From an optimization exercise on the open Yosys and OpenROAD flow, aimed at small area, a short achievable clock period and few clock cycles; shortcuts taken in it are not production practice.
The RTL was checked by simulation tests, not by an equivalence proof against the original design.

==> v13: inputs <==
==> flow/design.v (excerpt) <==
module d8_blend (
    input  wire        clk,
    input  wire        rst,         
    input  wire        in_valid,
    output wire        in_ready,
    input  wire        in_first,    
    input  wire        in_last,     
    input  wire [29:0] in_bg,       
    input  wire        in_lay,      
    input  wire        in_solid,    
    input  wire [2:0]  in_fmt,      
    input  wire [1:0]  in_mode,     
    input  wire [11:0] in_pa,       
    input  wire [31:0] in_pix,      
    output reg         out_valid,
    input  wire        out_ready,
    output reg  [29:0] out_pix      
);
export LEC_CHECK = 0
export ABC_AREA = 1
export CAP_MARGIN = 20
export CORE_MARGIN = 2
export CORE_UTILIZATION = 55
export SLEW_MARGIN = 20
create_clock -name core_clock -period 25.0 [get_ports {clk}]
standard.sh (not shown) runs the stock make flow with config.mk's settings and CLKGATE_MAP_FILE= SYNTH_SCRIPT=/design/flow/synth_recipe.tcl, a recipe that flattens the netlist after the stock synthesis.
==> flow/flow/run.sh <==
#!/bin/bash
# Own layout flow: the standard flow, with the timing repair aiming for a
# tighter setup margin than the design's 25 ns clock asks for, so that the
# achieved period shrinks. Constraints (clock period, I/O delays) unchanged.
export SETUP_SLACK_MARGIN=18.4
bash standard.sh > standard.log 2>&1
==> inputs of v8, as changes to v13 <==
--- a/flow/design.v
+++ b/flow/design.v
@@ -1425,16 +1425,17 @@
     wire ka399 = ka392 | (ka393 & ka347);
     wire ka400 = ka394 | (ka395 & ka368);
     wire ka401 = ka396 | (ka397 & ka369);
     wire [11:0] h = {ka322, ka321, ka320, ka319, ka318, ka317, ka316, ka315, ka314, ka313, ka312, ka311};
     wire        c = ka401;
     wire [12:0] s0 = {1'b0, src} + {1'b0, h} + {12'd0, srcc};
     wire [12:0] s1 = {1'b0, src} + {1'b0, h} + {12'd0, srcc} + 13'd1;
-    wire [12:0] s  = c ? s1 : s0;
-    assign y = s[12] ? 12'hFFF : s[11:0];
+    wire [11:0] y0 = s0[12] ? 12'hFFF : s0[11:0];
+    wire [11:0] y1 = s1[12] ? 12'hFFF : s1[11:0];
+    assign y = c ? y1 : y0;
 endmodule
 module d8_expand (
     input  wire [4:0]  ca,
     input  wire [4:0]  cc,
     input  wire [31:0] pix,
     output wire [11:0] a,
     output wire [11:0] r,
@@ -1484,20 +1485,20 @@
     localparam [1:0] MODE_PREMULT = 2'd1;
     reg  r1_v;           
     reg  adv;            
     assign in_ready = adv;
     wire [2:0] fmt_in = in_solid ? 3'h6 : in_fmt;    
     wire       opq_in = (in_mode == MODE_OPAQUE);
     wire [4:0] ca_in, cc_in;
-    assign ca_in[0] = in_lay && (opq_in || fmt_in == 3'h0 || fmt_in == 3'h3 ||
+    assign ca_in[0] = in_valid && in_lay && (opq_in || fmt_in == 3'h0 || fmt_in == 3'h3 ||
                                  fmt_in == 3'h4 || fmt_in == 3'h7);
-    assign ca_in[1] = in_lay && !opq_in && fmt_in == 3'h1;
-    assign ca_in[2] = in_lay && !opq_in && fmt_in == 3'h6;
-    assign ca_in[3] = in_lay && !opq_in && fmt_in == 3'h2;
-    assign ca_in[4] = in_lay && !opq_in && fmt_in == 3'h5;
+    assign ca_in[1] = in_valid && in_lay && !opq_in && fmt_in == 3'h1;
+    assign ca_in[2] = in_valid && in_lay && !opq_in && fmt_in == 3'h6;
+    assign ca_in[3] = in_valid && in_lay && !opq_in && fmt_in == 3'h2;
+    assign ca_in[4] = in_valid && in_lay && !opq_in && fmt_in == 3'h5;
     assign cc_in[0] = fmt_in == 3'h0;
     assign cc_in[1] = fmt_in == 3'h1;
     assign cc_in[2] = fmt_in == 3'h2;
     assign cc_in[3] = fmt_in == 3'h3 || fmt_in == 3'h4 || fmt_in == 3'h5;
     assign cc_in[4] = fmt_in == 3'h6 || fmt_in == 3'h7;
     reg        s0_v, s0_first, s0_last, s0_pm;
     reg [4:0]  s0_ca, s0_cc;
@@ -1511,15 +1512,15 @@
         else if (adv)
             s0_v <= in_valid;
     end
     always @(posedge clk) begin
         if (adv) begin
             s0_first <= in_first;
             s0_last  <= in_last;
-            s0_pm    <= in_lay && in_mode == MODE_PREMULT;
+            s0_pm    <= in_valid && in_lay && in_mode == MODE_PREMULT;
             s0_ca    <= ca_in;
             s0_cc    <= cc_in;
             s0_bg    <= in_bg;
             s0_pa    <= in_pa;
             s0_pa3   <= {2'b00, in_pa} + {1'b0, in_pa, 1'b0};
             s0_pix   <= in_pix;
         end
@@ -1602,15 +1603,15 @@
     d8_keep u_keep_b (.d(dst_b), .m(s2_inv), .m3(s2_inv3), .src(s2_src_b), .srcc(s2_srcc_b), .y(bl_b));
     always @(posedge clk) begin
         if (adv) begin
             if (s1_v && s1_first) begin
                 dst_r <= {s1_bg[29:20], s1_bg[29:28]};
                 dst_g <= {s1_bg[19:10], s1_bg[19:18]};
                 dst_b <= {s1_bg[9:0],   s1_bg[9:8]};
-            end else if (s2_v) begin
+            end else begin
                 dst_r <= bl_r;
                 dst_g <= bl_g;
                 dst_b <= bl_b;
             end
         end
     end
     wire [29:0] res  = {bl_r[11:2], bl_g[11:2], bl_b[11:2]};
==> flow/flow/run.sh (replaced) <==
#!/bin/bash
# Own layout flow: the standard flow, with the timing repair aiming for a
# tighter setup margin than the design's 25 ns clock asks for, so that the
# achieved period shrinks. Constraints (clock period, I/O delays) unchanged.
export SETUP_SLACK_MARGIN=18.8
bash standard.sh > standard.log 2>&1
==> comparison <==
Against v8, the via count of v13 is smaller by 1.6%. Against v8, the first-iteration DRC count of v13 is lower by about 11%. Between v8 and v13, the lower synthesized cell count is in v8 (gap 4.6%, measured against v13). Clock skew is about the same in v13 and v8. Between v13 and v8, the lower setup slack is in v13 (gap 0.14 ns). Between v8 and v13, the lower global-route usage is in v13 (gap 1.1 points).
Testbench counts of v13, summed over its fixed seeds: cycles 74,862.
Testbench counts of v8, summed over its fixed seeds: cycles 74,862.

## afterwards: timing with drivers on the ports
How much do the figures lean on ideal ports? The routed layouts below were timed once more, with nothing changed but the port constraints. Step 1 assumes that a clkbuf_16 drives the clock port and a buf_2 every other input. Step 2, shift: input delay + t, output delay - t, t = (earliest + latest rising clock arrival at the registers) / 2. This alone moves slack from input paths to output paths. Slacks: ideal / step 1 / step 2; pairs: ideal / step 1.
| run | t (ns) | setup slack, ns | latest minus earliest clock arrival (ns) |
|---|---|---|---|
| v13 | 0.682 | 18.429 / 18.358 / 17.901 | 0.031 / 0.031 |
| v8 | 0.666 | 18.566 / 18.566 / 18.003 | 0.034 / 0.034 |
After both steps setup and hold are still met in every run listed. For v8, which loses most, drivers alone change the setup slack by 0.000 ns; drivers and shift together by -0.563 ns.
